Source: an optimization exercise on an open RTL-to-GDS flow (aim: small area, a short achievable clock period and few clock cycles per item). Production flows keep margins and buffers that such runs may drop. In this exercise RTL edits were held to simulation tests only and were not proved equivalent to the original.

## run.sh

```bash
#!/bin/bash
# synth_recipe.tcl (not shown) runs the flow's synth.tcl, then flattens the netlist and writes it again
# the make line also repeats each setting of config.mk as NAME=value (left out here)
make -C /OpenROAD-flow-scripts/flow DESIGN_CONFIG=/design/flow/config.mk WORK_HOME=/design/flow/orfs CLKGATE_MAP_FILE= SYNTH_SCRIPT=/design/flow/synth_recipe.tcl finish
```

## config.mk

```make
export PLATFORM = sky130hd
export DESIGN_NAME = gst_ecc
export DESIGN_NICKNAME = gst_ecc
export VERILOG_FILES = /design/flow/design.v
export SDC_FILE = /design/flow/constraint.sdc
export NUM_CORES = 4
export LEC_CHECK = 0
export CAP_MARGIN = 20
export CORE_MARGIN = 2
export CORE_UTILIZATION = 40
export SLEW_MARGIN = 20
```

## design.v

```verilog
module gst_ecc (
    input  wire        clk,
    input  wire        rst,
    input  wire        req_valid,
    output wire        req_ready,
    input  wire [1:0]  req_op,        
    input  wire [33:0] req_addr,      
    input  wire [31:0] req_origin,
    input  wire [79:0] req_cw,        
    input  wire [63:0] req_wdata,     
    input  wire [7:0]  req_wmask,     
    output reg         rsp_valid,
    input  wire        rsp_ready,
    output reg  [63:0] rsp_data,
    output reg         rsp_wr,
    output reg  [79:0] rsp_cw,
    output reg  [1:0]  rsp_weight,    
    output reg         rsp_poison,
    input  wire        stat_clr,      
    input  wire [1:0]  log_clr,       
    output wire [63:0] eccstat,
    output wire [63:0] ecclog,
    output wire [31:0] eccorg
);
    localparam [1:0] OP_WRITE = 2'd0;
    localparam [1:0] OP_READ  = 2'd1;
    localparam [1:0] OP_MERGE = 2'd2;
    localparam [1:0] OP_SCRUB = 2'd3;
    localparam [13:0] G_LOW = 14'h0377;    
    function automatic [6:0] gf_mul_alpha(input [6:0] a);
        gf_mul_alpha = {a[5:0], 1'b0} ^ (a[6] ? 7'h09 : 7'h00);
    endfunction
    function automatic [6:0] gf_mul(input [6:0] a, input [6:0] b);
        reg [6:0] acc;
        reg [6:0] t;
        integer k;
        begin
            acc = 7'd0;
            t = a;
            for (k = 0; k < 7; k = k + 1) begin
                if (b[k])
                    acc = acc ^ t;
                t = gf_mul_alpha(t);
            end
            gf_mul = acc;
        end
    endfunction
    function automatic [6:0] gf_pow_alpha(input integer n);
        reg [6:0] t;
        integer k;
        begin
            t = 7'd1;
            for (k = 0; k < n; k = k + 1)
                t = gf_mul_alpha(t);
            gf_pow_alpha = t;
        end
    endfunction
    function automatic [79:0] encode(input [63:0] data, input poison);
        reg [64:0] info;
        reg [13:0] rem;
        reg        fb;
        integer k;
        begin
            info = {poison, data};
            rem = 14'd0;
            for (k = 64; k >= 0; k = k - 1) begin
                fb = info[k] ^ rem[13];
                rem = {rem[12:0], 1'b0} ^ (fb ? G_LOW : 14'd0);
            end
            encode = {^{info, rem}, info, rem};
        end
    endfunction
    reg        s1_valid;
    reg [1:0]  s1_op;
    reg [33:0] s1_addr;
    reg [31:0] s1_origin;
    reg [79:0] s1_cw;
    reg [63:0] s1_wdata;
    reg [7:0]  s1_wmask;
    wire s2_load = !rsp_valid || rsp_ready;
    wire s1_move = s1_valid && s2_load;
    assign req_ready = !s1_valid || s2_load;
    always @(posedge clk) begin
        if (rst) begin
            s1_valid <= 1'b0;
        end else if (req_ready) begin
            s1_valid <= req_valid;
        end
        if (req_valid && req_ready) begin
            s1_op     <= req_op;
            s1_addr   <= req_addr;
            s1_origin <= req_origin;
            s1_cw     <= req_cw;
            s1_wdata  <= req_wdata;
            s1_wmask  <= req_wmask;
        end
    end
    reg [6:0]  syn1, syn3;
    reg        par;
    reg [6:0]  a1, a3;
    integer    i;
    always @(*) begin
        syn1 = 7'd0;
        syn3 = 7'd0;
        a1 = 7'd1;
        a3 = 7'd1;
        for (i = 0; i < 79; i = i + 1) begin
            if (s1_cw[i]) begin
                syn1 = syn1 ^ a1;
                syn3 = syn3 ^ a3;
            end
            a1 = gf_mul_alpha(a1);
            a3 = gf_mul_alpha(gf_mul_alpha(gf_mul_alpha(a3)));
        end
        par = ^s1_cw;
    end
    wire [6:0] syn1_sq   = gf_mul(syn1, syn1);
    wire [6:0] syn1_cube = gf_mul(syn1_sq, syn1);
    wire       syn1_zero = (syn1 == 7'd0);
    wire       syn3_zero = (syn3 == 7'd0);
    wire       one_root  = !syn1_zero && (syn3 == syn1_cube);
    wire [6:0] sig0      = syn3 ^ syn1_cube;
    reg [78:0] single_hit;
    reg [78:0] double_hit;
    reg [6:0]  xi;
    integer    j;
    always @(*) begin
        for (j = 0; j < 79; j = j + 1) begin
            xi = gf_pow_alpha(j);
            single_hit[j] = (syn1 == xi);
            double_hit[j] = ((gf_mul(syn1, gf_mul(xi, xi)) ^ gf_mul(syn1_sq, xi) ^ sig0) == 7'd0);
        end
    end
    wire single_found = |single_hit;
    wire double_two   = (|double_hit) && !$onehot(double_hit);
    reg [79:0] err_vec;
    reg [1:0]  weight;
    always @(*) begin
        err_vec = 80'd0;
        weight  = 2'd3;
        if (syn1_zero && syn3_zero) begin
            if (par) begin
                err_vec[79] = 1'b1;
                weight = 2'd1;
            end else begin
                weight = 2'd0;
            end
        end else if (one_root) begin
            if (single_found) begin
                err_vec[78:0] = single_hit;
                err_vec[79]   = !par;
                weight = par ? 2'd1 : 2'd2;
            end
        end else if (!syn1_zero && !par) begin
            if (double_two) begin
                err_vec[78:0] = double_hit;
                weight = 2'd2;
            end
        end
    end
    wire        ue         = (weight == 2'd3);
    wire [79:0] fixed      = s1_cw ^ err_vec;
    wire [63:0] rd_data    = ue ? s1_cw[77:14] : fixed[77:14];
    wire        rd_poison  = !ue && fixed[78];
    reg [63:0] merged;
    integer    b;
    always @(*) begin
        for (b = 0; b < 8; b = b + 1)
            merged[8*b +: 8] = s1_wmask[b] ? s1_wdata[8*b +: 8] : rd_data[8*b +: 8];
    end
    reg [63:0] res_data;
    reg        res_wr;
    reg [63:0] res_enc_data;
    reg        res_enc_poison;
    reg [1:0]  res_weight;
    reg        res_poison;
    reg        res_report;        
    always @(*) begin
        res_data       = rd_data;
        res_wr         = 1'b0;
        res_enc_data   = rd_data;
        res_enc_poison = 1'b0;
        res_weight     = weight;
        res_poison     = rd_poison;
        res_report     = 1'b1;
        case (s1_op)
            OP_WRITE: begin
                res_data       = s1_wdata;
                res_wr         = 1'b1;
                res_enc_data   = s1_wdata;
                res_enc_poison = 1'b0;
                res_weight     = 2'd0;
                res_poison     = 1'b0;
                res_report     = 1'b0;
            end
            OP_READ: begin
            end
            OP_MERGE: begin
                res_data       = merged;
                res_wr         = 1'b1;
                res_enc_data   = merged;
                res_enc_poison = ue || rd_poison;
            end
            OP_SCRUB: begin
                if (rd_poison) begin
                    res_report = 1'b0;
                end else if (ue) begin
                    res_wr         = 1'b1;
                    res_enc_poison = 1'b1;
                end else if (weight != 2'd0) begin
                    res_wr         = 1'b1;
                end
            end
        endcase
    end
    wire [79:0] res_cw = encode(res_enc_data, res_enc_poison);
    reg [33:0] s2_addr;
    reg [31:0] s2_origin;
    reg        s2_scrub;
    reg        s2_report;
    always @(posedge clk) begin
        if (rst) begin
            rsp_valid <= 1'b0;
        end else if (s2_load) begin
            rsp_valid <= s1_valid;
        end
        if (s1_move) begin
            rsp_data   <= res_data;
            rsp_wr     <= res_wr;
            rsp_cw     <= res_cw;
            rsp_weight <= res_weight;
            rsp_poison <= res_poison;
            s2_addr    <= s1_addr;
            s2_origin  <= s1_origin;
            s2_scrub   <= (s1_op == OP_SCRUB);
            s2_report  <= res_report;
        end
    end
    reg [31:0] ce1_cnt;
    reg [15:0] ce2_cnt;
    reg [15:0] ue_cnt;
    reg [33:0] log_addr;
    reg [1:0]  log_weight;
    reg        log_poison;
    reg        log_scrub;
    reg        log_valid;
    reg        log_ovf;
    reg [31:0] org;
    wire       rsp_fire  = rsp_valid && rsp_ready;
    wire       ev_bad    = rsp_poison || (rsp_weight == 2'd3);
    wire       ev_ce1    = rsp_fire && s2_report && !ev_bad && (rsp_weight == 2'd1);
    wire       ev_ce2    = rsp_fire && s2_report && !ev_bad && (rsp_weight == 2'd2);
    wire       ev_ue     = rsp_fire && s2_report && ev_bad;
    wire       ev_log    = ev_ce1 || ev_ce2 || ev_ue;
    wire [31:0] ce1_base = stat_clr ? 32'd0 : ce1_cnt;
    wire [15:0] ce2_base = stat_clr ? 16'd0 : ce2_cnt;
    wire [15:0] ue_base  = stat_clr ? 16'd0 : ue_cnt;
    wire        valid_base = log_valid && !log_clr[0];
    wire        ovf_base   = log_ovf && !log_clr[1];
    always @(posedge clk) begin
        if (rst) begin
            ce1_cnt    <= 32'd0;
            ce2_cnt    <= 16'd0;
            ue_cnt     <= 16'd0;
            log_addr   <= 34'd0;
            log_weight <= 2'd0;
            log_poison <= 1'b0;
            log_scrub  <= 1'b0;
            log_valid  <= 1'b0;
            log_ovf    <= 1'b0;
            org        <= 32'd0;
        end else begin
            ce1_cnt <= (ev_ce1 && ce1_base != 32'hFFFF_FFFF) ? ce1_base + 32'd1 : ce1_base;
            ce2_cnt <= (ev_ce2 && ce2_base != 16'hFFFF) ? ce2_base + 16'd1 : ce2_base;
            ue_cnt  <= (ev_ue  && ue_base  != 16'hFFFF) ? ue_base  + 16'd1 : ue_base;
            log_valid <= valid_base || ev_log;
            log_ovf   <= ovf_base || (ev_log && valid_base);
            if (ev_log && !valid_base) begin
                log_addr   <= s2_addr;
                log_weight <= ev_bad ? 2'd3 : rsp_weight;
                log_poison <= rsp_poison;
                log_scrub  <= s2_scrub;
                org        <= s2_origin;
            end
        end
    end
    assign eccstat = {ue_cnt, ce2_cnt, ce1_cnt};
    assign ecclog  = {21'd0, log_ovf, log_valid, log_scrub, log_poison, log_weight, log_addr, 3'd0};
    assign eccorg  = org;
endmodule
```

## constraint.sdc

```tcl
create_clock -name core_clock -period 25.0 [get_ports {clk}]
set_input_delay 5.0000 -clock core_clock [delete_from_list [all_inputs] [get_ports {clk}]]
set_output_delay 5.0000 -clock core_clock [all_outputs]
set_load 0.01 [all_outputs]
```

==> key figures <==
Global routing
  – Largest net degree at the start of global routing: 89
  – Global-route wire length before repair: 326 mm
  – GRT Util Overall: 35.6%
  – Vias in the first global route: 38947
  – Initial antenna violation count: 11
  – Grt ovf: 0

Run status
  – Status: finished clean

Floorplanning
  – Core footprint: 128000 um2
  – Die H: 363 um
  – Width of the die: 363 um
  – Die area: 132000 um2
  – Initial core utilization: 40.4%
  – I/O pin count: 537
  – Row cnt: 131

Synth
  – Post-synthesis mux area share: 0.397%
  – Synth cell types: 113
  – Top_reg_cell synth: edfxtp_1
  – #FFs+latches synth: 510
  – Adder-cell share of the synthesized area: 3.60%
  – Async SR Flop Fraction: 0%
  – Xor-xnor portion of the synthesized cell area: 48.6%
  – Mapped Cells: 4884
  – Yosys Warn Count: 1
  – EDFF count, synth: 372
  – Mean Syn Cell Area: 10.6 um2
  – Main combinational cell family by area after synthesis: XOR/XNOR gates
  – Synthesized cell area: 51700 um2
  – Synth Area in Compound Gates: 5.59%
  – Simple-gate share of the synthesized area: 10.2%
  – Seq/Total Area, Yosys: 27.0%

Clock tree
  – Worst-Skew Late Latency: 0.65 ns
  – CTS buffer count: 53
  – H-tree levels: 2
  – Longest Clk Path Bufs: 3
  – Post-CTS Setup Inserts: 0
  – Clk slew on worst S/H paths: 0.06 ns
  – CTS root buf: clkbuf_16
  – CTS tree: done
  – Hold-fix buffers, CTS: 0
  – Clock Sinks: 510
  – Post-cts sizing count: 0

Worst setup path
  – CP arrival: 24.80 ns
  – CP delay by family, top: XOR/XNOR gates
  – Setup crit start kind: register
  – Crit path capture type: register
  – R2r setup slk: 0.59 ns
  – Crit path kind: reg2reg
  – CP max stage cell: xnor3_2
  – Max FO, Critical Path: 25
  – Most common cell on crit path: fa_1
  – CP peak stage delay: 1.02 ns
  – Worst r2r src: s1_cw[75]
  – CP bufs+invs: 6
  – WP data required: 25.39 ns
  – Worst Setup SP: s1_cw[75]

Final layout
  – FILL cells: 11729
  – Most frequent cells in the layout: xnor2_1, clkdlybuf4s50_1, xor2_1, edfxtp_1, nand2_1
  – Area Overhead vs Synth: 18.2%
  – Nets@finish: 5661
  – Commonest non-fill, non-tap cell in the layout: xnor2_1
  – Share of cells above drive strength 1: 9.41%
  – Final Util: 47.8%

STA
  – Hold Worst Slack: 0.391 ns
  – Worst-Margin Slew: 1.28 ns
  – Max Slew Vio Count: 0
  – Min Clock Period, post-route: 24.41 ns
  – Final Worst Setup Slack: 0.586 ns
  – Clock Skews: 0.0566 ns
  – RSZ-0062 raised after global routing: false
  – Crit share post-route: 97.7%
  – Setup Viol. Count Final: 0
  – Final hold vios: 0
  – Total negative slack: 0 ns
  – Max-Slew Margin vs Limit: 13.7%
  – Peak Freq: 41.0 MHz

Hold path
  – Hold_sp: s1_origin[21]
  – Worst hold-check path type: reg2reg

Routing
  – Drt drc: 0
  – Avg Vias per Cell: 5.86
  – Final WL: 242 mm
  – Via count: 41240
  – Routed len/inst: 34.4 um
  – Routed Antenna Nets: 0
  – Initial DRC Count: 6399
  – Pre-antenna DRT Iters: 8

Placement
  – Routability cong.: 1.12
  – IO buf count: 512
  – DP HPWL: 188 mm
  – Pre-CTS WS: 1.33 ns

Job
  – Max Cap Violations: 0
[routing by layer]
metal  wire length (um)  vias up  global-route usage, %
met1              96100    20368                   48.0
met2              98300     2998                   50.6
li1                   -    17233                      -
met3              33000      629                   12.6
met4              14300       12                   17.0
met5                 85        -                      0
[state kept, by name (all words and copies together) (netlist names), 34 cells and up]
| signal | cells |
|---|---|
| s1_cw | 80 |
| s1_wdata | 64 |
| s2_addr | 34 |
| rsp_cw | 80 |
| s1_addr | 34 |
| log_addr | 34 |
[logic make-up (layout without fill, tap and decap cells)]
kind of cell	Yosys count	in the layout
other	1	28
AOI/OAI and AO/OA	432	432
xor gates and xnor gates	2275	2275
buffers and inverters	485	947
DFF	510	510
and+or+nand+nor	1054	1054
muxes	19	19
adders and majority gates	108	108
[stage by stage]
step / cells / instance area (um2)
detailed placement: 6932 / 59100
finish: 7035 / 61100
CTS: 7030 / 61000
floorplan: 4907 / 51800
global route: 7031 / 61000
global placement: 6928 / 59000
[final timing paths]
kind / end / cells after the start
min: s2_origin[21] / 0
max reg2reg: rsp_cw[9] / 53
min reg2reg: s2_origin[21] / 0
max: rsp_cw[9] / 53
[cells in the mapped netlist (8+ instances only)]
cell type / instances / area, um2
a2111oi_0: 8 / 70.1
a21oi_1: 122 / 611
a221oi_1: 26 / 228
a22o_1: 9 / 78.8
a22oi_1: 10 / 75.1
a31oi_1: 9 / 56.3
and2_1: 24 / 150
and3_1: 28 / 175
and4_1: 17 / 149
buf_1: 41 / 154
buf_2: 51 / 255
buf_4: 114 / 856
buf_6: 13 / 146
clkbuf_1: 145 / 544
dfxtp_1: 138 / 2760
edfxtp_1: 372 / 11200
fa_1: 68 / 1360
ha_1: 40 / 500
inv_1: 108 / 405
mux2i_1: 16 / 160
nand2_1: 317 / 1190
nand2b_1: 25 / 156
nand3_1: 68 / 340
nand4_1: 66 / 413
nor2_1: 228 / 856
nor2b_1: 27 / 169
nor3_1: 97 / 485
nor4_1: 48 / 300
nor4b_1: 8 / 70.1
o21ai_0: 119 / 596
o221ai_1: 8 / 70.1
o22ai_1: 10 / 62.6
o31ai_1: 9 / 67.6
or2_2: 15 / 93.8
or3_1: 30 / 188
or4_1: 19 / 143
xnor2_1: 1479 / 13000
xnor2_2: 35 / 569
xnor2_4: 8 / 220
xnor3_1: 271 / 6100
xnor3_2: 18 / 428
xor2_1: 410 / 3590
xor2_2: 8 / 130
xor3_1: 38 / 903
[layout make-up]
type,instances,area (um2),area share (%)
multi-input cells,3912,35900,58.8
flip-flops and latches,510,13900,22.8
repair buffers,729,6780,11.1
well taps,1662,2080,3.41
clock buffers,64,1420,2.32
inverters,120,463,0.758
clock inverters,34,454,0.744
diodes,4,10.0,0.0164
Testbench counts, summed over its fixed seeds: cycles 12,016, items 12,000.

-- port drivers added, routing unchanged --
How much do the figures lean on ideal ports? The routed layout below was timed once more, with nothing changed but the port constraints. Step 1: set_driving_cell puts a clkbuf_16 on clk and a buf_2 on each other input, an assumption about the parent block. Step 2 also shifts input and output timing later by t, the mid clock arrival at the registers, as if the neighbouring blocks saw the same clock. Slacks: ideal / step 1 / step 2; pairs: ideal / step 1.
t (ns): 0.698
setup WS [ns]: 0.586 / 0.586 / 0.586
worst data-port slew with drivers (ns): 0.17
cell pins on the clock port's net: 1
After both steps setup and hold are still met in this run. The setup slack of this run moves by 0.000 ns with the drivers and by 0.000 ns with both steps.
